What follows belongs to an exercise in optimizing a design on an open flow for small area; a production flow would make more cautious choices. In this exercise RTL edits were held to simulation tests only and were not proved equivalent to the original. No activity file was given, so power comes from the tool's default toggle rates.

==> design.v <==
module rerok_rx (
    input  wire        clk,
    input  wire        rst,           
    input  wire        from_board,    
    input  wire        sym_valid,
    input  wire [9:0]  sym,
    output wire        word_valid,
    output wire [5:0]  word_index,
    output wire [31:0] word_data,
    output wire        frame_done,
    output reg  [2:0]  frame_reason,
    output wire [7:0]  frame_type,
    output wire [15:0] frame_seq,
    output wire [7:0]  frame_len
);
    localparam [2:0] R_OK    = 3'd0;
    localparam [2:0] R_CODE  = 3'd1;
    localparam [2:0] R_TYPE  = 3'd2;
    localparam [2:0] R_LEN   = 3'd3;
    localparam [2:0] R_CRC   = 3'd4;
    localparam [2:0] R_FIELD = 3'd5;
    localparam [1:0] S_HUNT  = 2'd0;    
    localparam [1:0] S_COMMA = 2'd1;    
    localparam [1:0] S_BODY  = 2'd2;    
    localparam [1:0] S_CRC   = 2'd3;    
    localparam [31:0] CRC_RESIDUE = 32'hDEBB20E3;
    function [31:0] crc_byte;
        input [31:0] crc;
        input [7:0]  d;
        integer      k;
        reg   [31:0] c;
        begin
            c = crc;
            for (k = 0; k < 8; k = k + 1) begin
                if (c[0] ^ d[k])
                    c = (c >> 1) ^ 32'hEDB88320;
                else
                    c = c >> 1;
            end
            crc_byte = c;
        end
    endfunction
    reg         rd;          
    reg  [1:0]  state;
    reg  [7:0]  pos;         
    reg  [7:0]  f_type;
    reg  [15:0] f_seq;
    reg  [5:0]  f_len;       
    reg  [31:0] crc;
    reg  [23:0] word_sr;     
    reg         field_ok;
    wire take = sym_valid & ~rst;
    wire [5:0] c6 = sym[9:4];
    wire [3:0] c4 = sym[3:0];
    wire [5:0] u;
    reg p6, m6, p4, m4;
    always @(*) begin
        case (c6)
            6'b000000: {p6, m6} = 2'b01;
            6'b000001: {p6, m6} = 2'b01;
            6'b000010: {p6, m6} = 2'b01;
            6'b000011: {p6, m6} = 2'b01;
            6'b000100: {p6, m6} = 2'b01;
            6'b000101: {p6, m6} = 2'b01;
            6'b000110: {p6, m6} = 2'b01;
            6'b000111: {p6, m6} = 2'b10;
            6'b001000: {p6, m6} = 2'b01;
            6'b001001: {p6, m6} = 2'b01;
            6'b001010: {p6, m6} = 2'b01;
            6'b001100: {p6, m6} = 2'b01;
            6'b001111: {p6, m6} = 2'b10;
            6'b010000: {p6, m6} = 2'b01;
            6'b010001: {p6, m6} = 2'b01;
            6'b010010: {p6, m6} = 2'b01;
            6'b010100: {p6, m6} = 2'b01;
            6'b010111: {p6, m6} = 2'b10;
            6'b011000: {p6, m6} = 2'b01;
            6'b011011: {p6, m6} = 2'b10;
            6'b011101: {p6, m6} = 2'b10;
            6'b011110: {p6, m6} = 2'b10;
            6'b011111: {p6, m6} = 2'b10;
            6'b100000: {p6, m6} = 2'b01;
            6'b100001: {p6, m6} = 2'b01;
            6'b100010: {p6, m6} = 2'b01;
            6'b100100: {p6, m6} = 2'b01;
            6'b100111: {p6, m6} = 2'b10;
            6'b101000: {p6, m6} = 2'b01;
            6'b101011: {p6, m6} = 2'b10;
            6'b101101: {p6, m6} = 2'b10;
            6'b101110: {p6, m6} = 2'b10;
            6'b101111: {p6, m6} = 2'b10;
            6'b110000: {p6, m6} = 2'b01;
            6'b110011: {p6, m6} = 2'b10;
            6'b110101: {p6, m6} = 2'b10;
            6'b110110: {p6, m6} = 2'b10;
            6'b110111: {p6, m6} = 2'b10;
            6'b111000: {p6, m6} = 2'b01;
            6'b111001: {p6, m6} = 2'b10;
            6'b111010: {p6, m6} = 2'b10;
            6'b111011: {p6, m6} = 2'b10;
            6'b111100: {p6, m6} = 2'b10;
            6'b111101: {p6, m6} = 2'b10;
            6'b111110: {p6, m6} = 2'b10;
            6'b111111: {p6, m6} = 2'b10;
            default: {p6, m6} = 2'b00;
        endcase
        case (c4)
            4'b0000: {p4, m4} = 2'b01;
            4'b0001: {p4, m4} = 2'b01;
            4'b0010: {p4, m4} = 2'b01;
            4'b0011: {p4, m4} = 2'b10;
            4'b0100: {p4, m4} = 2'b01;
            4'b0111: {p4, m4} = 2'b10;
            4'b1000: {p4, m4} = 2'b01;
            4'b1011: {p4, m4} = 2'b10;
            4'b1100: {p4, m4} = 2'b01;
            4'b1101: {p4, m4} = 2'b10;
            4'b1110: {p4, m4} = 2'b10;
            4'b1111: {p4, m4} = 2'b10;
            default: {p4, m4} = 2'b00;
        endcase
    end
    reg ok6;
    always @(*) begin
        case (u)
            6'b001011: ok6 = 1'b1;
            6'b001101: ok6 = 1'b1;
            6'b001110: ok6 = 1'b1;
            6'b010011: ok6 = 1'b1;
            6'b010101: ok6 = 1'b1;
            6'b010110: ok6 = 1'b1;
            6'b010111: ok6 = 1'b1;
            6'b011001: ok6 = 1'b1;
            6'b011010: ok6 = 1'b1;
            6'b011011: ok6 = 1'b1;
            6'b011100: ok6 = 1'b1;
            6'b011101: ok6 = 1'b1;
            6'b011110: ok6 = 1'b1;
            6'b100011: ok6 = 1'b1;
            6'b100101: ok6 = 1'b1;
            6'b100110: ok6 = 1'b1;
            6'b100111: ok6 = 1'b1;
            6'b101001: ok6 = 1'b1;
            6'b101010: ok6 = 1'b1;
            6'b101011: ok6 = 1'b1;
            6'b101100: ok6 = 1'b1;
            6'b101101: ok6 = 1'b1;
            6'b101110: ok6 = 1'b1;
            6'b110001: ok6 = 1'b1;
            6'b110010: ok6 = 1'b1;
            6'b110011: ok6 = 1'b1;
            6'b110100: ok6 = 1'b1;
            6'b110101: ok6 = 1'b1;
            6'b110110: ok6 = 1'b1;
            6'b111000: ok6 = 1'b1;
            6'b111001: ok6 = 1'b1;
            6'b111010: ok6 = 1'b1;
            default: ok6 = 1'b0;
        endcase
    end
    wire [4:0] dx;
    wire [2:0] dy;
    assign dx[0] = (c6[5] & c6[1] & ~c6[0]) | (c6[5] & c6[3] & ~c6[0]) | (c6[4] & ~c6[3] & ~c6[2] & ~c6[1]) | (~c6[5] & c6[2] & c6[1] & c6[0]) | (c6[4] & ~c6[3] & ~c6[1] & ~c6[0]) | (c6[5] & ~c6[4] & ~c6[2] & c6[1]) | (~c6[4] & c6[3] & ~c6[2] & ~c6[1]) | (~c6[4] & ~c6[3] & c6[2] & ~c6[1] & c6[0]) | (c6[4] & c6[3] & c6[2] & c6[0]);
    assign dx[1] = (c6[4] & c6[1] & ~c6[0]) | (~c6[5] & ~c6[3] & c6[2] & c6[0]) | (c6[4] & c6[2] & ~c6[0]) | (c6[5] & ~c6[3] & ~c6[2] & ~c6[1]) | (c6[5] & ~c6[2] & ~c6[1] & ~c6[0]) | (~c6[5] & c6[3] & ~c6[2] & ~c6[1] & c6[0]) | (c6[5] & c6[3] & c6[1] & c6[0]) | (~c6[5] & ~c6[3] & c6[1] & c6[0]) | (c6[5] & c6[3] & c6[2] & c6[0]);
    assign dx[2] = (c6[3] & c6[1] & ~c6[0]) | (c6[5] & c6[3] & ~c6[0]) | (~c6[5] & ~c6[4] & c6[2] & c6[0]) | (~c6[4] & c6[3] & c6[1]) | (c6[5] & ~c6[4] & ~c6[2] & ~c6[1]) | (~c6[5] & c6[4] & ~c6[2] & ~c6[1] & c6[0]) | (~c6[5] & c6[4] & c6[2] & ~c6[1] & ~c6[0]) | (c6[4] & c6[2] & c6[1] & c6[0]) | (c6[5] & c6[4] & c6[2] & c6[0]);
    assign dx[3] = (~c6[5] & c6[2] & ~c6[0]) | (c6[2] & c6[1] & ~c6[0]) | (~c6[5] & c6[4] & ~c6[3] & ~c6[1]) | (~c6[4] & c6[3] & ~c6[1] & ~c6[0]) | (~c6[5] & ~c6[4] & c6[3] & ~c6[1]) | (c6[5] & ~c6[4] & ~c6[3] & ~c6[1] & c6[0]) | (c6[4] & c6[2] & ~c6[0]) | (c6[4] & c6[2] & c6[1]) | (c6[5] & c6[3] & c6[1] & c6[0]) | (c6[5] & c6[4] & c6[1] & c6[0]) | (c6[5] & c6[4] & c6[3] & c6[0]);
    assign dx[4] = (~c6[2] & c6[1] & c6[0]) | (c6[4] & c6[3] & c6[1]) | (c6[5] & c6[2] & c6[1] & ~c6[0]) | (~c6[5] & c6[4] & ~c6[3] & c6[2] & ~c6[0]) | (~c6[5] & ~c6[4] & c6[3] & c6[2] & ~c6[0]) | (c6[5] & c6[3] & c6[1]) | (c6[5] & c6[4] & c6[1]) | (~c6[4] & ~c6[3] & ~c6[2] & c6[0]) | (~c6[5] & ~c6[3] & ~c6[2] & ~c6[1]) | (~c6[5] & ~c6[4] & ~c6[2] & ~c6[1]) | (~c6[4] & ~c6[3] & ~c6[1] & ~c6[0]) | (~c6[5] & ~c6[4] & ~c6[3] & ~c6[1]);
    assign dy[0] = (c4[3] & ~c4[0]) | (~c4[2] & ~c4[1]) | (~c4[3] & c4[1] & c4[0]);
    assign dy[1] = (~c4[3] & c4[0]) | (c4[2] & c4[1]) | (c4[3] & ~c4[1] & ~c4[0]);
    assign dy[2] = (c4[1] & ~c4[0]) | (~c4[2] & ~c4[0]) | (c4[2] & c4[1]) | (~c4[3] & ~c4[2] & ~c4[1]) | (c4[3] & c4[2] & c4[0]);
    wire rd6 = p6 | (~m6 & rd);
    wire rd4 = p4 | (~m4 & rd6);
    assign u = c6 ^ {6{rd}};
    wire [3:0] v = c4 ^ {4{rd6}};
    wire alt7 = (u == 6'b100011) || (u == 6'b010011) || (u == 6'b001011);
    wire ok4  = (v == 4'b1011) || (v == 4'b1001) || (v == 4'b0101) || (v == 4'b1100) ||
                (v == 4'b1101) || (v == 4'b1010) || (v == 4'b0110) ||
                (v == 4'b1110 && !alt7) || (v == 4'b0111 && alt7);
    wire is_data  = ok6 & ok4;
    wire is_comma = ((sym ^ {10{rd}}) == 10'b0011111010);
    wire [7:0] db = {dy, dx};
    wire in_frame = state[1];
    wire hdr      = (state == S_BODY) & pos[7] & pos[6];
    wire pay      = (state == S_BODY) & ~(pos[7] & pos[6]);
    wire last_b   = (pos[1:0] == 2'd3);        
    wire [7:0] pos_inc = pos + 8'd1;
    wire t_beam = (f_type == 8'h01);
    wire t_evt  = (f_type == 8'h02);
    wire t_ack  = (f_type == 8'h03);
    wire t_crd  = (f_type == 8'h04);
    wire t_sts  = (f_type == 8'h05);
    wire t_hb   = (f_type == 8'h06);
    wire t_chg  = (f_type == 8'h07);
    wire t_aud  = (f_type == 8'h08);
    wire t_mgt  = (f_type == 8'h09);
    wire type_ok = from_board ? (t_ack | t_crd | t_sts | t_hb | t_mgt) :
                                (t_beam | t_evt | t_ack | t_hb | t_chg | t_aud | t_mgt);
    reg len_ok;
    always @(*) begin
        case (f_type)
            8'h01:   len_ok = (db == 8'd7);
            8'h02:   len_ok = (db >= 8'd3) && (db <= 8'd33) && db[0];
            8'h03:   len_ok = (db == 8'd2);
            8'h04:   len_ok = (db == 8'd2);
            8'h05:   len_ok = (db >= 8'd3) && (db <= 8'd35);
            8'h06:   len_ok = (db == 8'd3) || (db == 8'd4);
            8'h07:   len_ok = (db == 8'd3);
            8'h08:   len_ok = (db == 8'd4);
            8'h09:   len_ok = (db >= 8'd3) && (db <= 8'd19);
            default: len_ok = 1'b0;
        endcase
    end
    wire [1:0] mgt_op   = word_sr[17:16];
    wire [3:0] mgt_cnt  = word_sr[23:20];
    wire [7:0] mgt_stat = db;
    wire [5:0] nrep     = db[5:0];
    reg fld_now;
    always @(*) begin
        fld_now = 1'b1;
        if (from_board) begin
            if (t_sts)
                fld_now = ({1'b0, f_len} == {1'b0, nrep} + 7'd3);
            else if (t_hb)
                fld_now = (f_len == 6'd4);
            else if (t_mgt) begin
                if (mgt_stat != 8'd0 || mgt_op == 2'd1)
                    fld_now = (f_len == 6'd3);
                else if (mgt_op == 2'd0)
                    fld_now = (f_len == {2'd0, mgt_cnt} + 6'd4);
            end
        end else begin
            if (t_hb)
                fld_now = (f_len == 6'd3);
            else if (t_mgt) begin
                if (mgt_op == 2'd1)
                    fld_now = (f_len == {2'd0, mgt_cnt} + 6'd4);
                else if (mgt_op == 2'd0)
                    fld_now = (f_len == 6'd3);
            end
        end
    end
    wire crc_good = (crc_byte(crc, db) == CRC_RESIDUE);
    wire start    = take & (state == S_COMMA) & is_data & (db != 8'hC5) & (db != 8'h50);
    wire code_end = take & in_frame & ~is_data;
    wire len_end  = take & hdr & last_b & is_data & ~(type_ok & len_ok);
    wire crc_end  = take & (state == S_CRC) & last_b & is_data;
    assign word_valid = take & pay & last_b & is_data;
    assign word_index = pos[7:2];
    assign word_data  = {db, word_sr};
    assign frame_done = code_end | len_end | crc_end;
    always @(*) begin
        if (!is_data)       frame_reason = R_CODE;
        else if (hdr)       frame_reason = type_ok ? R_LEN : R_TYPE;
        else if (!crc_good) frame_reason = R_CRC;
        else if (!field_ok) frame_reason = R_FIELD;
        else                frame_reason = R_OK;
    end
    assign frame_type = f_type;
    assign frame_seq  = f_seq;
    assign frame_len  = hdr ? db : {2'b00, f_len};
    always @(posedge clk) begin
        if (rst) begin
            rd    <= 1'b0;
            state <= S_HUNT;
        end else if (sym_valid) begin
            rd <= rd4;
            if (in_frame && !is_data)
                state <= is_comma ? S_COMMA : S_HUNT;
            else begin
                case (state)
                    S_HUNT:  if (is_comma) state <= S_COMMA;
                    S_COMMA: if (is_comma) state <= S_COMMA;
                             else if (start) state <= S_BODY;
                             else state <= S_HUNT;
                    S_BODY:  if (hdr && last_b && !(type_ok && len_ok)) state <= S_HUNT;
                             else if (pay && last_b && pos_inc[7:2] == f_len) state <= S_CRC;
                    default: if (last_b) state <= S_HUNT;
                endcase
            end
        end
    end
    always @(posedge clk) begin
        if (take) begin
            pos     <= start ? 8'hFD : pos_inc;
            word_sr <= {db, word_sr[23:8]};
            if (start)
                f_type <= db;
            if (hdr && !last_b)
                f_seq <= {db, f_seq[15:8]};
            if (hdr)
                f_len <= db[5:0];
            if (pay && pos == 8'd6)
                field_ok <= fld_now;
        end
    end
    always @(posedge clk) begin
        if (take)
            crc <= crc_byte(crc | {32{~in_frame}}, db);
    end
endmodule
==> flow/run.sh <==
#!/bin/bash
# The standard layout, with the port buffers made from buf_1 cells and a clock tree
# without dummy loads. Each tool's full output goes to a log file in this folder.
set -euo pipefail
bash standard.sh \
  "BUFFER_PORTS_ARGS=-buffer_cell sky130_fd_sc_hd__buf_1" \
  "CTS_ARGS=-sink_clustering_enable -repair_clock_nets -dont_use_dummy_load" \
  finish > flow_make.log 2>&1
==> standard.sh <==
#!/bin/bash
# synth_recipe.tcl (not shown) runs the flow's synth.tcl, then flattens the netlist and writes it again
# the make line also repeats each setting of config.mk as NAME=value (left out here)
make -C /OpenROAD-flow-scripts/flow DESIGN_CONFIG=/design/flow/config.mk WORK_HOME=/design/flow/orfs CLKGATE_MAP_FILE= SYNTH_SCRIPT=/design/flow/synth_recipe.tcl "${@:-finish}"
==> config.mk <==
export PLATFORM = sky130hd
export DESIGN_NAME = rerok_rx
export DESIGN_NICKNAME = rerok_rx
export VERILOG_FILES = /design/flow/design.v
export SDC_FILE = /design/flow/constraint.sdc
export NUM_CORES = 4
export LEC_CHECK = 0
export CAP_MARGIN = 20
export CORE_MARGIN = 2
export CORE_UTILIZATION = 40
export SLEW_MARGIN = 20
==> constraint.sdc <==
create_clock -name core_clock -period 10.0 [get_ports {clk}]
set_input_delay 2.0000 -clock core_clock [delete_from_list [all_inputs] [get_ports {clk}]]
set_output_delay 2.0000 -clock core_clock [all_outputs]
set_load 0.01 [all_outputs]
==> metrics.md, run 1 <==
| Metric | Value |
|---|---|
| Pleak | `0.00265 uW` |
| Clk Latency, worst-skew pair | `0.35 ns` |
| CTS Hold Bufs | `0` |
| CP Capture Type | `output port` |
| Die Span Y | `139 microns` |
| RSZ-0062 raised after global routing | `false` |
| Delay-heaviest family, CP | `XOR/XNOR gates` |
| Transition time of the tightest slew-check pin | `1.01 ns` |
| Crit path cell chain | `buf_1 -> nor2b_1 -> o21ai_0 -> nor4b_2 -> buf_4 -> xnor2_1 -> xor2_2 -> xnor2_1 -> or3_1 -> a2111oi_2 -> nand4_1 -> o31a_1 -> buf_1` |
| Fin nets | `823` |
| Critical Path Fanout Max | `26` |
| Grt ovf | `0` |
| Initial DRC count | `463` |
| Total GRT Usage | `18.5%` |
| Clock power frac | `22.8%` |
| Total CTS buffers | `9` |
| First-pass GRT wire length | `28400 microns` |
| Area delta synth->final | `9.40%` |
| Setup CP Type | `in -> out` |
| Final WL | `17800 microns` |
| Synthesized instance count | `747` |
| Met3 GRT Util | `2.73%` |
| Final min period | `8.19 ns` |
| Hold WS | `0.440 ns` |
| Sequential Power Share | `41.3%` |
| Flops & latches, synth | `98` |
| Clk buf depth | `2` |
| Post-cts resize count | `0` |
| Site Rows | `49` |
| Final period util | `81.9%` |
| Chip Width | `139 microns` |
| Die area | `0.0193 sq mm` |
| Gr busiest metal | `met1` |
| Post-synth EDFFs | `95` |
| CP required | `8.00 ns` |
| Status | `finished clean` |
| Vias in the first global route | `5042` |
| Hold Crit Class | `reg -> reg` |
| M1 GR Usage | `28.3%` |
| TritonCTS clock tree | `done` |
| Final antenna diode count | `0` |
| Pin count of the biggest net entering global routing | `45` |
| Max cap viols | `0` |
| DRC viols | `0` |
| Hold Violations, Final | `0` |
| Switching power | `438 uW` |
| Worst path bufs/invs | `3` |
| Comb pwr share | `35.9%` |
| Filler Cell Count | `1738` |
| Synth top area cells | `edfxtp_1, xnor2_1, xor2_1, nand2_1, nor2_1` |
| Core area | `0.0179 sq mm` |
| Final Util | `44.6%` |
| R2R Setup Slk | `6.12 ns` |
| Pre-Repair DR Iteration Count | `5` |
| PwrDens | `164 mW/mm^2` |
| Share of cells above drive strength 1 | `6.39%` |
| Switching Share | `33.5%` |
| Crit path launch type | `input port` |
| Avg WL per Cell | `17.4 microns` |
| Post-Syn Area per Cell | `9.76 sq um` |
| Synth Flop Type | `edfxtp_1` |
| Highest-delay cell along the critical path | `xnor2_1` |
| Setup Skew | `0.0131 ns` |
| Fin Setup TNS | `0 ns` |
| Via count | `5557` |
| Port Buffers | `88` |
| P_int | `871 uW` |
| Initial antenna violation count | `0` |
| Fmax | `122 MHz` |
| Cell Area, Synth | `0.00729 sq mm` |
| Rel. slew slack | `32.3%` |
| Synthesized net count | `770` |
| # IOs | `89` |
| Yosys cell types | `79` |
| Gpl congestion | `0.859` |
| Asr flop ratio synth | `0%` |
| Initial Util | `40.7%` |
| Vias/cell | `5.41` |
| Root buf cell | `clkbuf_16` |
| Global Route met2 Usage | `26.8%` |
| Reg clk slew, reported paths | `0.07 ns` |
| Biggest area consumer among synthesized cells | `edfxtp_1` |
| Arr. time, crit path | `6.19 ns` |
| HPWL after detailed placement | `12900 microns` |
| Setup Viol. Count Final | `0` |
| Max VDD drop | `0.000112 V` |
| CTS Sinks | `98` |
| Final Max Slew Viols | `0` |
| Top cell type's share of synthesized area | `39.1%` |
| YS warnings | `1` |
| Slowest cell delay on critical path | `0.78 ns` |
| Antenna viol nets, final | `0` |
| Postcts setup bufs | `0` |
| H-tree levels | `3` |
| Register area share after synthesis | `40.0%` |
## worst register-to-register path, delay by kind of cell (launching register included)
kind	cells	cell delay, ns
and+or+nand+nor	4	1.18
buffers and inverters	2	0.51
xor gates and xnor gates	1	0.25
DFF	1	0.68
adders and majority gates	1	0.24
AOI/OAI and AO/OA	4	0.65
## kinds of logic after synthesis
family / after synthesis / synth area share [%]
compound gates: 118 / 11.6
xor+xnor: 176 / 22.1
fa+ha+maj: 13 / 2.09
buf+inv: 82 / 4.87
flops: 98 / 40.0
mux: 14 / 2.01
simple gates: 246 / 17.3
## cells in the mapped netlist (all sizes together) (17+ instances only)
cell type / count
xor2: 69
buf: 21
inv: 22
nand3: 23
edfxtp: 95
nor3: 20
nand2: 62
xnor2: 105
clkbuf: 39
a21oi: 19
nor2: 46
o21ai: 29
nand2b: 17
## layout make-up
class	count	area, sq um	area share (%)
Clock buffer	9	225	2.82
Inverter	22	82.6	1.04
Timing Repair Buffer	102	435	5.46
Sequential cell	98	2910	36.5
Tap cell	229	287	3.59
Multi-Input combinational cell	567	4030	50.6
## power by group through the flow
stage | Clock, uW | Combinational [uW] | Sequential (uW)
after floorplan | 0 | 388 | 531
after global placement | 0 | 468 | 548
after CTS | 304 | 472 | 541
after global routing | 318 | 520 | 544
final | 298 | 470 | 541
after detailed placement | 0 | 470 | 549
## per-layer routing
layer	wire length, microns	share of wire [%]
met5	0	0
met4	267	1.5
met3	950	5.3
met2	7780	44
met1	8840	50
## registers in the layout, summed over array words and instances, names as in the netlist
signal and cells:
crc 32, field_ok 1, state 2, f_seq 16, word_sr 24, pos 8, f_len 6, rd 1
f_type 8
## cell usage in the layout (no fill, tap or decap), types with 10 or more instances in the layout
| cell type | n |
|---|---|
| a21oi_1 | 19 |
| buf_1 | 88 |
| buf_4 | 14 |
| edfxtp_1 | 95 |
| inv_1 | 21 |
| nand2_1 | 62 |
| nand2b_1 | 17 |
| nand3_1 | 23 |
| nand4_1 | 10 |
| nor2_1 | 46 |
| nor2b_1 | 15 |
| nor3_1 | 19 |
| o21ai_0 | 25 |
| xnor2_1 | 103 |
| xor2_1 | 65 |
## path summary, 6_finish.rpt
check | from | end | depth (start not counted)
worst max-delay path | sym[7] | frame_reason[2] | 13
worst min-delay path | f_seq[11]$_DFFE_PP_ | f_seq[3]$_DFFE_PP_ | 0
worst max register to register | rd$_SDFFE_PP0P_ | f_type[2]$_DFFE_PP_ | 12
worst min register to register | f_seq[11]$_DFFE_PP_ | f_seq[3]$_DFFE_PP_ | 0
## stage by stage
step                      instance area, sq um  setup slack (ns)  std cells  total power, uW
after floorplan                           7290              2.69        747              919
after global placement                    7740              1.90       1017             1020
after detailed placement                  7750              1.79       1018             1020
after CTS                                 7980              1.79       1027             1320
after global routing                      7980              1.42       1027             1380
final                                     7980              1.81       1027             1310
==> run 2, diff against run 1 <==
==> run.sh (new file) <==
#!/bin/bash
# synth_recipe.tcl (not shown) runs the flow's synth.tcl, then flattens the netlist and writes it again
# the make line also repeats each setting of config.mk as NAME=value (left out here)
make -C /OpenROAD-flow-scripts/flow DESIGN_CONFIG=/design/flow/config.mk WORK_HOME=/design/flow/orfs CLKGATE_MAP_FILE= SYNTH_SCRIPT=/design/flow/synth_recipe.tcl finish
removed: flow/run.sh
removed: standard.sh
==> metrics.md, run 2 <==
| Metric | Value |
|---|---|
| Sequential Power Share | `39.2% (was 41.3%)` |
| Switching power | `468 uW (was 438 uW)` |
| Flops & latches, synth | `98 (unchanged)` |
| Vias in the first global route | `5408 (was 5042)` |
| Comb pwr share | `36.0% (was 35.9%)` |
| Via count | `5699 (was 5557)` |
| Setup Viol. Count Final | `0 (unchanged)` |
| Synthesized instance count | `747 (unchanged)` |
| Worst path bufs/invs | `2 (was 3)` |
| Delay-heaviest family, CP | `buffers and inverters (was XOR/XNOR gates)` |
| Final antenna diode count | `0 (unchanged)` |
| Crit path cell chain | `clkdlybuf4s50_1 -> nand2b_1 -> o22ai_1 -> nor4b_2 -> xnor2_1 -> xor2_2 -> xnor2_1 -> or3_1 -> a2111oi_2 -> nand4_1 -> o41ai_2 -> clkdlybuf4s50_1 (was buf_1 -> nor2b_1 -> o21ai_0 -> nor4b_2 -> buf_4 -> xnor2_1 -> xor2_2 -> xnor2_1 -> or3_1 -> a2111oi_2 -> nand4_1 -> o31a_1 -> buf_1)` |
| Die Span Y | `139 microns (unchanged)` |
| Chip Width | `139 microns (unchanged)` |
| Setup CP Type | `in -> out (unchanged)` |
| HPWL after detailed placement | `13900 microns (was 12900 microns)` |
| Synthesized net count | `770 (unchanged)` |
| Switching Share | `33.7% (was 33.5%)` |
| Commonest cells after routing, fill and taps aside | `xnor2_1, edfxtp_1, clkdlybuf4s50_1 (was xnor2_1, edfxtp_1, buf_1)` |
| Min-Delay Endpoint | `f_seq[7]$_DFFE_PP_ (was f_seq[3]$_DFFE_PP_)` |
| Biggest area consumer among synthesized cells | `edfxtp_1 (unchanged)` |
| CP required | `8.00 ns (about the same)` |
| Fin nets | `821 (was 823)` |
| Clk buf depth | `2 (unchanged)` |
| Hold Path Depth | `0 (unchanged)` |
| Total CTS buffers | `9 (unchanged)` |
| Final period util | `88.9% (was 81.9%)` |
| CTS Hold Bufs | `0 (unchanged)` |
| R2r startpoint | `rd$_SDFFE_PP0P_ (unchanged)` |
| Antenna viol nets, final | `0 (unchanged)` |
| P_int | `919 uW (was 871 uW)` |
| Die area | `0.0193 sq mm (unchanged)` |
| Min-delay src | `f_seq[15]$_DFFE_PP_ (was f_seq[11]$_DFFE_PP_)` |
| Slowest cell delay on critical path | `1.12 ns (was 0.78 ns)` |
| Max VDD drop | `0.0000905 V (was 0.000112 V)` |
| TritonCTS clock tree | `done (unchanged)` |
| Fmax | `113 MHz (was 122 MHz)` |
| Reg-to-reg endpoint | `f_type[5]$_DFFE_PP_ (was f_type[2]$_DFFE_PP_)` |
| Synth top area cells | `edfxtp_1, xnor2_1, xor2_1, nand2_1, nor2_1 (unchanged)` |
| Top cell type's share of synthesized area | `39.1% (unchanged)` |
| First-pass GRT wire length | `30300 microns (was 28400 microns)` |
| CP Capture Type | `output port (unchanged)` |
| Most common cell after layout, fill and taps aside | `xnor2_1 (unchanged)` |
| Clk Latency, worst-skew pair | `0.35 ns (about the same)` |
| Largest registers | `crc: 32 flops, word_sr: 24 flops, f_seq: 16 flops (unchanged)` |
| Initial DRC count | `362 (was 463)` |
| Crit path launch type | `input port (unchanged)` |
| Vias/cell | `5.53 (was 5.41)` |
| Core area | `0.0179 sq mm (unchanged)` |
| YS warnings | `1 (unchanged)` |
| Initial antenna violation count | `0 (unchanged)` |
| Max reg flops | `32 (unchanged)` |
| Post-synth EDFFs | `95 (unchanged)` |
| FF-to-FF path depth | `12 (unchanged)` |
| Pre-Repair DR Iteration Count | `5 (unchanged)` |
| Clock power frac | `24.7% (was 22.8%)` |
| Avg WL per Cell | `18.8 microns (was 17.4 microns)` |
| Grt ovf | `0 (unchanged)` |
| Post-Syn Area per Cell | `9.76 sq um (unchanged)` |
| Highest-delay cell along the critical path | `clkdlybuf4s50_1 (was xnor2_1)` |
| Yosys cell types | `79 (unchanged)` |
| Hold Violations, Final | `0 (unchanged)` |
| Area delta synth->final | `17.6% (was 9.40%)` |
| Synth Flop Type | `edfxtp_1 (unchanged)` |
| Final WL | `19400 microns (was 17800 microns)` |
| Status | `finished clean (unchanged)` |
| Site Rows | `49 (unchanged)` |
| Root buf cell | `clkbuf_16 (unchanged)` |
| # IOs | `89 (unchanged)` |
| Rel. slew slack | `32.6% (was 32.3%)` |
| Port Buffers | `88 (unchanged)` |
| Total GRT Usage | `19.9% (was 18.5%)` |
| Fin Setup TNS | `0 ns (unchanged)` |
| Top-count cell post-synth | `xnor2_1 (unchanged)` |
| Register area share after synthesis | `40.0% (unchanged)` |
| H-tree levels | `3 (unchanged)` |
| Largest Register | `crc (unchanged)` |
| Transition time of the tightest slew-check pin | `1.00 ns (was 1.01 ns)` |
| Critical Path Fanout Max | `28 (was 26)` |
| R2R Setup Slk | `6.03 ns (was 6.12 ns)` |
| Pin count of the biggest net entering global routing | `69 (was 45)` |
| PwrDens | `162 mW/mm^2 (was 164 mW/mm^2)` |
| CTS Sinks | `98 (unchanged)` |
| Gpl congestion | `0.890 (was 0.859)` |
| Reg clk slew, reported paths | `0.06 ns (was 0.07 ns)` |
| Postcts setup bufs | `0 (unchanged)` |
| Post-cts resize count | `0 (unchanged)` |
| Share of cells above drive strength 1 | `6.87% (was 6.39%)` |
| Pleak | `0.00291 uW (was 0.00265 uW)` |
| DRC viols | `0 (unchanged)` |
| Final Max Slew Viols | `0 (unchanged)` |
| Initial Util | `40.7% (unchanged)` |
| Synth top cells by count | `xnor2_1, edfxtp_1, xor2_1 (unchanged)` |
| Cell Area, Synth | `0.00729 sq mm (unchanged)` |
| Setup Skew | `0.00872 ns (was 0.0131 ns)` |
| RSZ-0062 raised after global routing | `false (unchanged)` |
| Hold Crit Class | `reg -> reg (unchanged)` |
| Final Util | `47.9% (was 44.6%)` |
| Asr flop ratio synth | `0% (unchanged)` |
| Arr. time, crit path | `6.89 ns (was 6.19 ns)` |
| Max cap viols | `0 (unchanged)` |
| Final min period | `8.89 ns (was 8.19 ns)` |
run 2: per-layer routing:
| metal | wire length [microns] | track usage (%) | up-vias |
|---|---|---|---|
| met4 | 225 | 4.36 | 0 |
| met5 | 0 | 0 | - |
| li1 | - | - | 2727 |
| met3 | 1230 | 4.32 | 20 |
| met1 | 9010 | 28.5 | 2753 |
| met2 | 8930 | 31.2 | 199 |
run 2: area by class of cell:
type | count | area (sq um)
Tap cell | 229 | 287
Clock inverter | 5 | 57.6
Multi-Input combinational cell | 567 | 4040
Clock buffer | 9 | 225
Fill cell | 1697 | 9330
Timing Repair Buffer | 100 | 971
Inverter | 22 | 82.6
Sequential cell | 98 | 2910
run 2: per-stage QoR:
stage          instances  total power [uW]  cell area [sq um]  hold slack (ns)  setup WS (ns)
2_1_floorplan        747               919               7290            0.499           2.69
3_3_place_gp        1016              1040               8290            0.435           1.33
3_5_place_dp        1016              1050               8290            0.433           1.12
6_report            1030              1390               8580            0.447           1.11
4_1_cts             1030              1400               8570            0.448           1.11
5_1_grt             1030              1460               8580            0.467          0.716
run 2: how the worst max path moves through the flow:
stage                start               to  slack (ns)  cells past startpoint
floorplan           sym[7]       frame_done        2.69                     13
global placement    sym[6]  frame_reason[0]        1.33                     11
detailed placement  sym[6]  frame_reason[0]        1.12                     12
CTS                 sym[6]  frame_reason[0]        1.11                     12
global route        sym[6]  frame_reason[0]        0.72                     12
finish              sym[6]  frame_reason[0]        1.11                     12
run 2: cell families after synthesis:
logic type	share of synthesized area (%)
flops	40.0
xor+xnor	22.1
buf+inv	4.87
compound gates	11.6
mux	2.01
simple gates	17.3
fa+ha+maj	2.09
run 2: power groups by stage:
stage	Sequential (uW)	Combinational (uW)	Clock, uW
after floorplan	531	388	0
after global placement	552	488	0
after detailed placement	552	498	0
after CTS	543	500	353
after global routing	547	544	366
final	544	500	343
==> run 3, diff against run 2 <==
--- a/design.v
+++ b/design.v
@@ -23,7 +23,10 @@
     localparam [1:0] S_COMMA = 2'd1;    
     localparam [1:0] S_BODY  = 2'd2;    
     localparam [1:0] S_CRC   = 2'd3;    
-    localparam [31:0] CRC_RESIDUE = 32'hDEBB20E3;
+    localparam [7:0] CRC_K0 = 8'hFF;
+    localparam [7:0] CRC_K1 = 8'h72;
+    localparam [7:0] CRC_K2 = 8'h00;
+    localparam [7:0] CRC_K3 = 8'hED;
     function [31:0] crc_byte;
         input [31:0] crc;
         input [7:0]  d;
@@ -49,6 +52,7 @@
     reg  [31:0] crc;
     reg  [23:0] word_sr;     
     reg         field_ok;
+    reg         crc_ok;      
     wire take = sym_valid & ~rst;
     wire [5:0] c6 = sym[9:4];
     wire [3:0] c4 = sym[3:0];
@@ -239,7 +243,17 @@
             end
         end
     end
-    wire crc_good = (crc_byte(crc, db) == CRC_RESIDUE);
+    reg [7:0] crc_k;
+    always @(*) begin
+        case (pos[1:0])
+            2'd0:    crc_k = CRC_K0;
+            2'd1:    crc_k = CRC_K1;
+            2'd2:    crc_k = CRC_K2;
+            default: crc_k = CRC_K3;
+        endcase
+    end
+    wire crc_byte_ok = ((crc[7:0] ^ db) == crc_k);
+    wire crc_good    = crc_byte_ok & crc_ok;
     wire start    = take & (state == S_COMMA) & is_data & (db != 8'hC5) & (db != 8'h50);
     wire code_end = take & in_frame & ~is_data;
     wire len_end  = take & hdr & last_b & is_data & ~(type_ok & len_ok);
@@ -295,6 +309,8 @@
     end
     always @(posedge clk) begin
         if (take)
-            crc <= crc_byte(crc | {32{~in_frame}}, db);
+            crc <= crc_byte(crc, db) | {32{~(is_data & (in_frame | (state == S_COMMA)))}};
+        if (take)
+            crc_ok <= crc_byte_ok & (crc_ok | (pos[1:0] == 2'd0));
     end
 endmodule
==> flow/run.sh (new file) <==
#!/bin/bash
# The standard layout, with the port buffers made from buf_1 cells and a smaller clock
# tree without dummy loads. Each tool's full output goes to a log file in this folder.
set -euo pipefail
bash standard.sh \
  "BUFFER_PORTS_ARGS=-buffer_cell sky130_fd_sc_hd__buf_1" \
  "CTS_ARGS=-sink_clustering_enable -repair_clock_nets -dont_use_dummy_load -sink_clustering_size 50 -sink_clustering_max_diameter 300 -buf_list sky130_fd_sc_hd__clkbuf_16" \
  finish > flow_make.log 2>&1
==> standard.sh (new file) <==
#!/bin/bash
# synth_recipe.tcl (not shown) runs the flow's synth.tcl, then flattens the netlist and writes it again
# the make line also repeats each setting of config.mk as NAME=value (left out here)
make -C /OpenROAD-flow-scripts/flow DESIGN_CONFIG=/design/flow/config.mk WORK_HOME=/design/flow/orfs CLKGATE_MAP_FILE= SYNTH_SCRIPT=/design/flow/synth_recipe.tcl "${@:-finish}"
removed: run.sh
==> metrics.md, run 3 <==
| Metric | Value |
|---|---|
| Total GRT Usage | `19.4% (was 19.9%)` |
| Final antenna diode count | `0 (unchanged)` |
| Port Buffers | `88 (unchanged)` |
| Clock power frac | `28.0% (was 24.7%)` |
| Largest family of logic cells by synthesized area | `simple AND/OR/NAND/NOR gates (was XOR/XNOR gates)` |
| Compound-Gate Fraction of Synth Area | `13.8% (was 11.6%)` |
| Fin Setup TNS | `0 ns (unchanged)` |
| Via count | `5264 (was 5699)` |
| Placed Area | `0.00720 sq mm (was 0.00829 sq mm)` |
| Fmax | `134 MHz (was 113 MHz)` |
| Pleak | `0.00238 uW (was 0.00291 uW)` |
| Switching Share | `30.2% (was 33.7%)` |
| Hold Path Depth | `0 (unchanged)` |
| Synth top area cells | `edfxtp_1, xnor2_1, nand2_1, xor2_1, ha_1 (was edfxtp_1, xnor2_1, xor2_1, nand2_1, nor2_1)` |
| Hold Crit Class | `reg -> reg (unchanged)` |
| CP Capture Type | `output port (unchanged)` |
| First-pass GRT wire length | `27300 microns (was 30300 microns)` |
| Switching power | `320 uW (was 468 uW)` |
| Reg clk slew, reported paths | `0.05 ns (was 0.06 ns)` |
| Synth top cells by count | `edfxtp_1, nand2_1, xnor2_1 (was xnor2_1, edfxtp_1, xor2_1)` |
| Share of cells above drive strength 1 | `7.46% (was 6.87%)` |
| Chip Width | `134 microns (was 139 microns)` |
| Pin count of the biggest net entering global routing | `69 (unchanged)` |
| TritonCTS clock tree | `done (unchanged)` |
| Largest registers | `crc: 32 flops, word_sr: 24 flops, f_seq: 16 flops (unchanged)` |
| Sequential Power Share | `45.5% (was 39.2%)` |
| H-tree levels | `3 (unchanged)` |
| Vias/cell | `5.66 (was 5.53)` |
| Initial DRC count | `558 (was 362)` |
| Setup CP Type | `in -> out (unchanged)` |
| Initial antenna violation count | `0 (unchanged)` |
| Max VDD drop | `0.0000811 V (was 0.0000905 V)` |
| RSZ-0062 raised after global routing | `false (unchanged)` |
| Area delta synth->final | `9.63% (was 17.6%)` |
| HPWL after detailed placement | `12200 microns (was 13900 microns)` |
| Die area | `0.0180 sq mm (was 0.0193 sq mm)` |
| Hold Violations, Final | `0 (unchanged)` |
| Clk Latency, worst-skew pair | `0.35 ns (about the same)` |
| Transition time of the tightest slew-check pin | `1.00 ns (about the same)` |
| Register area share after synthesis | `43.5% (was 40.0%)` |
| Post-cts resize count | `0 (unchanged)` |
| PwrDens | `142 mW/mm^2 (was 162 mW/mm^2)` |
| Final min period | `7.46 ns (was 8.89 ns)` |
| Vias in the first global route | `4909 (was 5408)` |
| Setup Skew | `0.0182 ns (was 0.00872 ns)` |
| Postcts setup bufs | `0 (unchanged)` |
| Grt ovf | `0 (unchanged)` |
| XOR/XNOR Fraction of Synth Area | `15.8% (was 22.1%)` |
| Synthesized instance count | `652 (was 747)` |
| Yosys cell types | `92 (was 79)` |
| Gpl congestion | `0.898 (was 0.890)` |
| Antenna viol nets, final | `0 (unchanged)` |
| Post-Syn Area per Cell | `10.4 sq um (was 9.76 sq um)` |
| Crit path launch type | `input port (unchanged)` |
| Final WL | `17200 microns (was 19400 microns)` |
| Final worst setup slack | `2.54 ns (was 1.11 ns)` |
| Most common cell after layout, fill and taps aside | `edfxtp_1 (was xnor2_1)` |
| Initial Util | `40.8% (was 40.7%)` |
| Top-count cell post-synth | `edfxtp_1 (was xnor2_1)` |
| Site Rows | `47 (was 49)` |
| Status | `finished clean (unchanged)` |
| Arr. time, crit path | `5.46 ns (was 6.89 ns)` |
| Clk buf depth | `2 (unchanged)` |
| Max reg flops | `32 (unchanged)` |
| Rel. slew slack | `33.3% (was 32.6%)` |
| Synth Area in Adders | `2.99% (was 2.09%)` |
| Final period util | `74.6% (was 88.9%)` |
| Critical Path Fanout Max | `24 (was 28)` |
| Asr flop ratio synth | `0% (unchanged)` |
| Core area | `0.0166 sq mm (was 0.0179 sq mm)` |
| Setup Slack @ Placement | `2.44 ns (was 1.12 ns)` |
| P_int | `738 uW (was 919 uW)` |
| Post-synthesis mux area share | `0.739% (was 2.01%)` |
| Total CTS buffers | `9 (unchanged)` |
| Root buf cell | `clkbuf_16 (unchanged)` |
| CTS Hold Bufs | `0 (unchanged)` |
| Die Span Y | `134 microns (was 139 microns)` |
| CP required | `8.00 ns (about the same)` |
| Flops & latches, synth | `99 (was 98)` |
| DRC viols | `0 (unchanged)` |
| # IOs | `89 (unchanged)` |
| Top cell type's share of synthesized area | `42.6% (was 39.1%)` |
| FF-to-FF path depth | `11 (was 12)` |
| Comb pwr share | `26.6% (was 36.0%)` |
| Cell Area, Synth | `0.00677 sq mm (was 0.00729 sq mm)` |
| Max cap viols | `0 (unchanged)` |
| Layout Cell Area excl Fill | `0.00742 sq mm (was 0.00858 sq mm)` |
| Avg WL per Cell | `18.5 microns (was 18.8 microns)` |
| Fin nets | `739 (was 821)` |
| Setup Viol. Count Final | `0 (unchanged)` |
| Largest Register | `crc (unchanged)` |
| Biggest area consumer among synthesized cells | `edfxtp_1 (unchanged)` |
| CTS Sinks | `99 (was 98)` |
| Simple logic cell fraction of the synthesized area | `18.2% (was 17.3%)` |
| YS warnings | `1 (unchanged)` |
| Synth Flop Type | `edfxtp_1 (unchanged)` |
| Pre-Repair DR Iteration Count | `5 (unchanged)` |
| Synthesized net count | `679 (was 770)` |
| Post-synth EDFFs | `96 (was 95)` |
| Commonest cells after routing, fill and taps aside | `edfxtp_1, buf_1, nand2_1 (was xnor2_1, edfxtp_1, clkdlybuf4s50_1)` |
| Final Max Slew Viols | `0 (unchanged)` |
==> run 3: cells by family after synthesis <==
| kind of cell | after synthesis |
|---|---|
| AOI/OAI and AO/OA | 123 |
| xor gates and xnor gates | 104 |
| adders and majority gates | 17 |
| buffers and inverters | 71 |
| DFF | 99 |
| muxes | 5 |
| and+or+nand+nor | 233 |
==> run 3: metal layers <==
layer	up-vias	GRT usage, %	part of all wire, %
met5	-	0	0
met4	0	5.85	1.9
met3	24	3.74	6.4
met2	213	32.6	49
met1	2539	25.5	43
li1	2488	-	-
==> run 3: power by group through the flow <==
stage / registers, uW / clock network (uW) / logic (uW)
2_1_floorplan: 487 / 0 / 220
3_3_place_gp: 489 / 0 / 276
3_5_place_dp: 490 / 0 / 280
4_1_cts: 481 / 303 / 282
5_1_grt: 482 / 315 / 309
6_report: 481 / 296 / 281
==> run 3: final cells by class <==
type,count,area (sq um)
inverter,25,98.8
multi-input combinational,482,3500
tap,220,275
timing repair buffer,95,384
sequential,99,2940
fill,1574,9160
clock buffer,9,225
==> run 3: final timing paths <==
kind,from,endpoint,slack [ns]
setup reg to reg,rd$_SDFFE_PP0P_,f_type[7]$_DFFE_PP_,6.00
setup / recovery,sym[4],frame_done,2.54
hold / removal,f_seq[13]$_DFFE_PP_,f_seq[5]$_DFFE_PP_,0.45
hold reg to reg,f_seq[13]$_DFFE_PP_,f_seq[5]$_DFFE_PP_,0.45
==> run 3: through the flow <==
stage	std cells	hold slack [ns]	power, uW	util [%]
floorplan	652	0.499	707	-
global placement	921	0.430	765	43.4
detailed placement	921	0.440	769	43.4
CTS	930	0.453	1070	44.7
global route	930	0.462	1110	44.8
finish	930	0.449	1060	44.8
==> run 3: critical path, stage by stage <==
cell,delay [ns]
buf_1,0.71
nand2_1,0.29
a211oi_1,0.43
o211ai_4,0.24
inv_4,0.22
ha_1,0.32
o2111ai_1,0.16
a311oi_1,0.37
o211ai_1,0.15
nand3_2,0.12
o21ba_1,0.17
o32ai_2,0.11
buf_1,0.15
==> run 4, diff against run 3 <==
==> flow/run.sh (replaced) <==
#!/bin/bash
# The standard layout, with the port buffers made from buf_1 cells and a clock tree
# without dummy loads. Each tool's full output goes to a log file in this folder.
set -euo pipefail
bash standard.sh \
  "BUFFER_PORTS_ARGS=-buffer_cell sky130_fd_sc_hd__buf_1" \
  "CTS_ARGS=-sink_clustering_enable -repair_clock_nets -dont_use_dummy_load -buf_list sky130_fd_sc_hd__clkbuf_8" \
  finish > flow_make.log 2>&1
==> metrics.md, run 4 <==
| Metric | Value |
|---|---|
| Layout Cell Area excl Fill | `0.00732 sq mm (was 0.00742 sq mm)` |
| Hold WS | `0.452 ns (was 0.449 ns)` |
| Setup CP Type | `in -> out (unchanged)` |
| Filler Cell Count | `1584 (was 1574)` |
| Synthesized net count | `679 (unchanged)` |
| Biggest area consumer among synthesized cells | `edfxtp_1 (unchanged)` |
| H-tree levels | `3 (unchanged)` |
| Final min period | `7.47 ns (was 7.46 ns)` |
| Synth Area in Adders | `2.99% (unchanged)` |
| Highest-delay cell along the critical path | `buf_1 (unchanged)` |
| Fin Setup TNS | `0 ns (unchanged)` |
| Initial Util | `40.8% (unchanged)` |
| Largest registers | `crc: 32 flops, word_sr: 24 flops, f_seq: 16 flops (unchanged)` |
| Share of cells above drive strength 1 | `7.46% (unchanged)` |
| Area delta synth->final | `8.13% (was 9.63%)` |
| TritonCTS clock tree | `done (unchanged)` |
| Post-cts resize count | `0 (unchanged)` |
| Synthesized instance count | `652 (unchanged)` |
| Placed Area | `0.00720 sq mm (unchanged)` |
| Register area share after synthesis | `43.5% (unchanged)` |
| Yosys cell types | `92 (unchanged)` |
| Largest Register | `crc (unchanged)` |
| Max VDD drop | `0.0000560 V (was 0.0000811 V)` |
| Vias in the first global route | `4901 (was 4909)` |
| R2R Setup Slk | `6.00 ns (about the same)` |
| Cell Area, Synth | `0.00677 sq mm (unchanged)` |
| Core area | `0.0166 sq mm (unchanged)` |
| YS warnings | `1 (unchanged)` |
| Setup Viol. Count Final | `0 (unchanged)` |
| Post-Syn Area per Cell | `10.4 sq um (unchanged)` |
| Reg clk slew, reported paths | `0.06 ns (was 0.05 ns)` |
| Clk Latency, worst-skew pair | `0.38 ns (was 0.35 ns)` |
| Gpl congestion | `0.898 (unchanged)` |
| Synth top area cells | `edfxtp_1, xnor2_1, nand2_1, xor2_1, ha_1 (unchanged)` |
| Top cell type's share of synthesized area | `42.6% (unchanged)` |
| Compound-Gate Fraction of Synth Area | `13.8% (unchanged)` |
| Hold Crit Class | `reg -> reg (unchanged)` |
| Port Buffers | `88 (unchanged)` |
| First-pass GRT wire length | `27300 microns (about the same)` |
| Slowest cell delay on critical path | `0.70 ns (was 0.71 ns)` |
| Fin nets | `739 (unchanged)` |
| Site Rows | `47 (unchanged)` |
| Initial antenna violation count | `0 (unchanged)` |
| Crit path cell chain | `buf_1 -> nand2_1 -> a211oi_1 -> o211ai_4 -> ha_1 -> nor4b_1 -> o211ai_1 -> a311oi_1 -> o211ai_1 -> nand3_2 -> o21ba_1 -> o32ai_2 -> buf_1 (was buf_1 -> nand2_1 -> a211oi_1 -> o211ai_4 -> inv_4 -> ha_1 -> o2111ai_1 -> a311oi_1 -> o211ai_1 -> nand3_2 -> o21ba_1 -> o32ai_2 -> buf_1)` |
| Post-synth EDFFs | `96 (unchanged)` |
| FF-to-FF path depth | `11 (unchanged)` |
| Postcts setup bufs | `0 (unchanged)` |
| Max cap viols | `0 (unchanged)` |
| Setup Slack @ Placement | `2.44 ns (unchanged)` |
| Worst setup path endpoint | `frame_done (unchanged)` |
| Transition time of the tightest slew-check pin | `1.02 ns (was 1.00 ns)` |
| CTS Hold Bufs | `0 (unchanged)` |
| # IOs | `89 (unchanged)` |
| Synth Flop Type | `edfxtp_1 (unchanged)` |
| Flops & latches, synth | `99 (unchanged)` |
| Via count | `5238 (was 5264)` |
| Die Span Y | `134 microns (unchanged)` |
| Total CTS buffers | `9 (unchanged)` |
| DRC viols | `0 (unchanged)` |
| Top-count cell post-synth | `edfxtp_1 (unchanged)` |
| Rel. slew slack | `32.0% (was 33.3%)` |
| Grt ovf | `0 (unchanged)` |
| Hold Violations, Final | `0 (unchanged)` |
| Pleak | `0.00233 uW (was 0.00238 uW)` |
| Final worst setup slack | `2.53 ns (was 2.54 ns)` |
| CP Capture Type | `output port (unchanged)` |
| Design Power | `970 uW (was 1060 uW)` |
| Critical Path Fanout Max | `24 (unchanged)` |
| Clk buf depth | `2 (unchanged)` |
| XOR/XNOR Fraction of Synth Area | `15.8% (unchanged)` |
| CP required | `8.00 ns (about the same)` |
| Simple logic cell fraction of the synthesized area | `18.2% (unchanged)` |
| Total GRT Usage | `19.4% (about the same)` |
| HPWL after detailed placement | `12200 microns (unchanged)` |
| CTS Sinks | `99 (unchanged)` |
| Most common cell after layout, fill and taps aside | `edfxtp_1 (unchanged)` |
| Chip Width | `134 microns (unchanged)` |
| Final period util | `74.7% (was 74.6%)` |
| Arr. time, crit path | `5.47 ns (was 5.46 ns)` |
| Max reg flops | `32 (unchanged)` |
| Vias/cell | `5.63 (was 5.66)` |
| Synth top cells by count | `edfxtp_1, nand2_1, xnor2_1 (unchanged)` |
| Antenna viol nets, final | `0 (unchanged)` |
| Asr flop ratio synth | `0% (unchanged)` |
| R2r startpoint | `rd$_SDFFE_PP0P_ (unchanged)` |
| Die area | `0.0180 sq mm (unchanged)` |
| Setup Skew | `0.0298 ns (was 0.0182 ns)` |
| Largest family of logic cells by synthesized area | `simple AND/OR/NAND/NOR gates (unchanged)` |
| Final antenna diode count | `0 (unchanged)` |
| Commonest cells after routing, fill and taps aside | `edfxtp_1, buf_1, nand2_1 (unchanged)` |
| Initial DRC count | `557 (was 558)` |
| RSZ-0062 raised after global routing | `false (unchanged)` |
| Root buf cell | `clkbuf_8 (was clkbuf_16)` |
| Pre-Repair DR Iteration Count | `5 (unchanged)` |
| Status | `finished clean (unchanged)` |
| Final Max Slew Viols | `0 (unchanged)` |
| Crit path launch type | `input port (unchanged)` |
| Post-synthesis mux area share | `0.739% (unchanged)` |
| Final WL | `17200 microns (about the same)` |
| PwrDens | `132 mW/mm^2 (was 142 mW/mm^2)` |
| Fmax | `134 MHz (about the same)` |
| Pin count of the biggest net entering global routing | `69 (unchanged)` |
| Avg WL per Cell | `18.5 microns (about the same)` |
| Reg-to-reg endpoint | `f_type[1]$_DFFE_PP_ (was f_type[7]$_DFFE_PP_)` |
| Worst setup path startpoint | `sym[4] (unchanged)` |
==> run 4: changes by cell type in the layout (fill, tap and decap cells not counted) <==
cell and delta:
clkbuf_8 +9, clkbuf_16 -9
==> run 4: how the worst min path moves through the flow <==
stage	start	endpoint	slack, ns	depth (start not counted)
detailed placement	f_seq[10]$_DFFE_PP_	f_seq[2]$_DFFE_PP_	0.44	0
global placement	word_sr[9]$_DFFE_PP_	word_sr[1]$_DFFE_PP_	0.43	0
floorplan	f_seq[8]$_DFFE_PP_	f_seq[0]$_DFFE_PP_	0.50	0
finish	f_seq[13]$_DFFE_PP_	f_seq[5]$_DFFE_PP_	0.45	0
global route	f_seq[13]$_DFFE_PP_	f_seq[5]$_DFFE_PP_	0.47	0
CTS	f_seq[13]$_DFFE_PP_	f_seq[5]$_DFFE_PP_	0.46	0
==> run 4: worst max-delay path, delay by kind of cell <==
family                     cells  cell delay [ns]
AOI/OAI and AO/OA              7             1.71
buffers and inverters          2             0.89
adders and majority gates      1             0.29
and+or+nand+nor                3             0.56
==> run 4: metal layers <==
layer	GRT usage, %	vias up	wire length [microns]
li1	-	2483	-
met5	0	-	0
met4	6.32	0	355
met1	25.5	2546	7530
met3	3.67	30	962
met2	32.3	179	8340
==> run 4: area by class of cell <==
class                      instances  area [sq um]  area share, %
tap                              220           275           3.76
inverter                          25          98.8           1.35
clock buffer                       9           124           1.69
sequential                        99          2940           40.2
timing repair buffer              95           384           5.25
multi-input combinational        482          3500           47.8
==> run 4: stage by stage <==
stage | util [%] | std cells
CTS | 44.1 | 930
floorplan | - | 652
global placement | 43.4 | 921
finish | 44.1 | 930
detailed placement | 43.4 | 921
global route | 44.1 | 930
==> run 4: cells by family (layout without fill, tap and decap cells) <==
kind of cell,count (synthesis),in the layout
simple gates,233,233
compound gates,123,123
xor+xnor,104,104
flops,99,99
buf+inv,71,129
fa+ha+maj,17,17
mux,5,5
==> run 4: where the power goes <==
group,internal (uW),switching [uW],total [uW]
sequential,469,11.7,480
combinational,110,171,281
clock,81.1,127,209
total,660,310,970
==> run 5, diff against run 4 <==
--- a/flow/run.sh
+++ b/flow/run.sh
@@ -4,5 +4,5 @@
 set -euo pipefail
 bash standard.sh \
   "BUFFER_PORTS_ARGS=-buffer_cell sky130_fd_sc_hd__buf_1" \
-  "CTS_ARGS=-sink_clustering_enable -repair_clock_nets -dont_use_dummy_load -buf_list sky130_fd_sc_hd__clkbuf_8" \
+  "CTS_ARGS=-sink_clustering_enable -repair_clock_nets -dont_use_dummy_load" \
   finish > flow_make.log 2>&1
==> metrics.md, run 5 <==
| Metric | Value |
|---|---|
| Status | `finished clean (unchanged)` |
| Synth top cells by count | `edfxtp_1, nand2_1, xnor2_1 (unchanged)` |
| Setup Slack @ Placement | `2.44 ns (unchanged)` |
| Clk Latency, worst-skew pair | `0.35 ns (was 0.38 ns)` |
| Synthesized instance count | `652 (unchanged)` |
| Yosys cell types | `92 (unchanged)` |
| Switching power | `320 uW (was 310 uW)` |
| Hold Crit Class | `reg -> reg (unchanged)` |
| Die area | `0.0180 sq mm (unchanged)` |
| Max reg flops | `32 (unchanged)` |
| Clock power frac | `28.0% (was 21.5%)` |
| Core area | `0.0166 sq mm (unchanged)` |
| Max cap viols | `0 (unchanged)` |
| Hold Violations, Final | `0 (unchanged)` |
| Sequential Power Share | `45.5% (was 49.5%)` |
| Final antenna diode count | `0 (unchanged)` |
| Crit path launch type | `input port (unchanged)` |
| Total CTS buffers | `9 (unchanged)` |
| CTS Hold Bufs | `0 (unchanged)` |
| Post-Syn Area per Cell | `10.4 sq um (unchanged)` |
| Asr flop ratio synth | `0% (unchanged)` |
| Layout Cell Area excl Fill | `0.00742 sq mm (was 0.00732 sq mm)` |
| Fin nets | `739 (unchanged)` |
| Fmax | `134 MHz (about the same)` |
| Synthesized net count | `679 (unchanged)` |
| Crit path cell chain | `buf_1 -> nand2_1 -> a211oi_1 -> o211ai_4 -> inv_4 -> ha_1 -> o2111ai_1 -> a311oi_1 -> o211ai_1 -> nand3_2 -> o21ba_1 -> o32ai_2 -> buf_1 (was buf_1 -> nand2_1 -> a211oi_1 -> o211ai_4 -> ha_1 -> nor4b_1 -> o211ai_1 -> a311oi_1 -> o211ai_1 -> nand3_2 -> o21ba_1 -> o32ai_2 -> buf_1)` |
| Delay-heaviest family, CP | `compound AO/OA/AOI/OAI gates (unchanged)` |
| Met2 WL post-DR | `8380 microns (was 8340 microns)` |
| Pin count of the biggest net entering global routing | `69 (unchanged)` |
| Design Power | `1060 uW (was 970 uW)` |
| Reg clk slew, reported paths | `0.05 ns (was 0.06 ns)` |
| Synth Flop Type | `edfxtp_1 (unchanged)` |
| Initial antenna violation count | `0 (unchanged)` |
| HPWL after detailed placement | `12200 microns (unchanged)` |
| Commonest cells after routing, fill and taps aside | `edfxtp_1, buf_1, nand2_1 (unchanged)` |
| Switching Share | `30.2% (was 32.0%)` |
| Final Max Slew Viols | `0 (unchanged)` |
| DRT met1 WL | `7380 microns (was 7530 microns)` |
| Critical Path Fanout Max | `24 (unchanged)` |
| TritonCTS clock tree | `done (unchanged)` |
| Port Buffers | `88 (unchanged)` |
| Chip Width | `134 microns (unchanged)` |
| H-tree levels | `3 (unchanged)` |
| Pleak | `0.00238 uW (was 0.00233 uW)` |
| RSZ-0062 raised after global routing | `false (unchanged)` |
| Setup Viol. Count Final | `0 (unchanged)` |
| Arr. time, crit path | `5.46 ns (was 5.47 ns)` |
| Final WL | `17200 microns (about the same)` |
| Transition time of the tightest slew-check pin | `1.00 ns (was 1.02 ns)` |
| Final period util | `74.6% (was 74.7%)` |
| Placed Area | `0.00720 sq mm (unchanged)` |
| P_int | `738 uW (was 660 uW)` |
| Flops & latches, synth | `99 (unchanged)` |
| Rel. slew slack | `33.3% (was 32.0%)` |
| Hold WS | `0.449 ns (was 0.452 ns)` |
| Die Span Y | `134 microns (unchanged)` |
| Avg WL per Cell | `18.5 microns (about the same)` |
| Biggest area consumer among synthesized cells | `edfxtp_1 (unchanged)` |
| Highest-delay cell along the critical path | `buf_1 (unchanged)` |
| Final min period | `7.46 ns (was 7.47 ns)` |
| Synth top area cells | `edfxtp_1, xnor2_1, nand2_1, xor2_1, ha_1 (unchanged)` |
| Root buf cell | `clkbuf_16 (was clkbuf_8)` |
| Site Rows | `47 (unchanged)` |
| YS warnings | `1 (unchanged)` |
| Share of cells above drive strength 1 | `7.46% (unchanged)` |
| Total GRT Usage | `19.4% (about the same)` |
| Initial DRC count | `558 (was 557)` |
| PwrDens | `142 mW/mm^2 (was 132 mW/mm^2)` |
| Pre-Repair DR Iteration Count | `5 (unchanged)` |
| Max VDD drop | `0.0000811 V (was 0.0000560 V)` |
| Vias/cell | `5.66 (was 5.63)` |
| CP Capture Type | `output port (unchanged)` |
| Postcts setup bufs | `0 (unchanged)` |
| CTS Sinks | `99 (unchanged)` |
| Post-cts resize count | `0 (unchanged)` |
| Final worst setup slack | `2.54 ns (was 2.53 ns)` |
| Fin Setup TNS | `0 ns (unchanged)` |
| Area delta synth->final | `9.63% (was 8.13%)` |
| First-pass GRT wire length | `27300 microns (about the same)` |
| Antenna viol nets, final | `0 (unchanged)` |
| CP required | `8.00 ns (about the same)` |
| Top cell type's share of synthesized area | `42.6% (unchanged)` |
| Initial Util | `40.8% (unchanged)` |
| Most common cell after layout, fill and taps aside | `edfxtp_1 (unchanged)` |
| DRC viols | `0 (unchanged)` |
| Clk buf depth | `2 (unchanged)` |
| Cell Area, Synth | `0.00677 sq mm (unchanged)` |
| Max Used Layer | `met4 (unchanged)` |
| Gpl congestion | `0.898 (unchanged)` |
| Setup CP Type | `in -> out (unchanged)` |
| Top-count cell post-synth | `edfxtp_1 (unchanged)` |
| Post-synth EDFFs | `96 (unchanged)` |
| Comb pwr share | `26.6% (was 29.0%)` |
| Largest Register | `crc (unchanged)` |
| Slowest cell delay on critical path | `0.71 ns (was 0.70 ns)` |
| Register area share after synthesis | `43.5% (unchanged)` |
| Via count | `5264 (was 5238)` |
| Wire length on met3 | `1100 microns (was 962 microns)` |
| # IOs | `89 (unchanged)` |
| Grt ovf | `0 (unchanged)` |
| Cell mode on critical path | `buf_1` |
| Vias in the first global route | `4909 (was 4901)` |
| Largest registers | `crc: 32 flops, word_sr: 24 flops, f_seq: 16 flops (unchanged)` |
| Worst path bufs/invs | `3 (was 2)` |
| Setup Skew | `0.0182 ns (was 0.0298 ns)` |
-- run 5: cell counts after synthesis --
No cell type changed its count.
-- run 5: cells by family (layout without fill, tap and decap cells) --
family / after synthesis / in the layout / synth area share, %
simple gates: 233 / 233 / 18.2
compound gates: 123 / 123 / 13.8
xor+xnor: 104 / 104 / 15.8
flops: 99 / 99 / 43.5
buf+inv: 71 / 129 / 4.97
fa+ha+maj: 17 / 17 / 2.99
mux: 5 / 5 / 0.739
-- run 5: worst paths after layout --
| check | from | endpoint | slack, ns | cells after the start |
|---|---|---|---|---|
| worst max-delay path | sym[4] | frame_done | 2.54 | 13 |
| worst min-delay path | f_seq[13]$_DFFE_PP_ | f_seq[5]$_DFFE_PP_ | 0.45 | 0 |
| worst max register to register | rd$_SDFFE_PP0P_ | f_type[7]$_DFFE_PP_ | 6.00 | 11 |
| worst min register to register | f_seq[13]$_DFFE_PP_ | f_seq[5]$_DFFE_PP_ | 0.45 | 0 |
-- run 5: worst register-to-register path, stage by stage (launching register included) --
cell and delay [ns]:
dfxtp_1 0.83, xnor2_1 0.22, inv_1 0.07, ha_1 0.31, nand3b_1 0.20, a21o_1 0.20, o2111ai_1 0.11, a32oi_1 0.17
nand4b_1 0.29, nor2_1 0.32, nand3_1 0.47, inv_1 0.47
-- run 5: layout make-up --
cell class / instances / area (sq um)
fillers: 1574 / 9160
multi-input cells: 482 / 3500
flip-flops and latches: 99 / 2940
repair buffers: 95 / 384
well taps: 220 / 275
clock buffers: 9 / 225
inverters: 25 / 98.8
-- run 5: power groups by stage --
stage	Clock, uW	Sequential, uW	Combinational (uW)
final	296	481	281
after global routing	315	482	309
after CTS	303	481	282
after detailed placement	0	490	280
after global placement	0	489	276
after floorplan	0	487	220
-- run 5: through the flow --
stage	instances	utilization (%)
3_5_place_dp	921	43.4
2_1_floorplan	652	-
4_1_cts	930	44.7
5_1_grt	930	44.8
6_report	930	44.8
3_3_place_gp	921	43.4
-- run 5: routing by layer --
metal / vias up / track usage (%)
met5: - / 0
met2: 213 / 32.6
met1: 2539 / 25.5
li1: 2488 / -
met4: 0 / 5.85
met3: 24 / 3.74

static timing again, ports no longer ideal:
No port has a modelled driver above. Below, the same layouts with a new extraction and two added sets of constraints.
Step 1: set_driving_cell puts a clkbuf_16 on clk and a buf_2 on each other input, an assumption about the parent block.
Step 2 adds t to the input delays and takes it off the output delays; t is the mean of the earliest and latest rising clock arrival at the registers after step 1. Input paths then give back, and output paths get back, about the clock's delay inside the block.
Slacks: no drivers / after step 1 / after step 2; pairs: no drivers / after step 1.
| run | t (ns) | setup slack, ns | clock arrival spread, ns |
|---|---|---|---|
| run 1 | 0.387 | 1.815 / 1.789 / 1.789 | 0.016 / 0.016 |
| run 2 | 0.385 | 1.113 / 1.092 / 1.092 | 0.010 / 0.010 |
| run 3 | 0.385 | 2.540 / 2.508 / 2.508 | 0.022 / 0.021 |
| run 4 | 0.402 | 2.535 / 2.503 / 2.503 | 0.032 / 0.032 |
| run 5 | 0.385 | 2.540 / 2.508 / 2.508 | 0.022 / 0.021 |
After both steps every run listed still meets setup and hold.
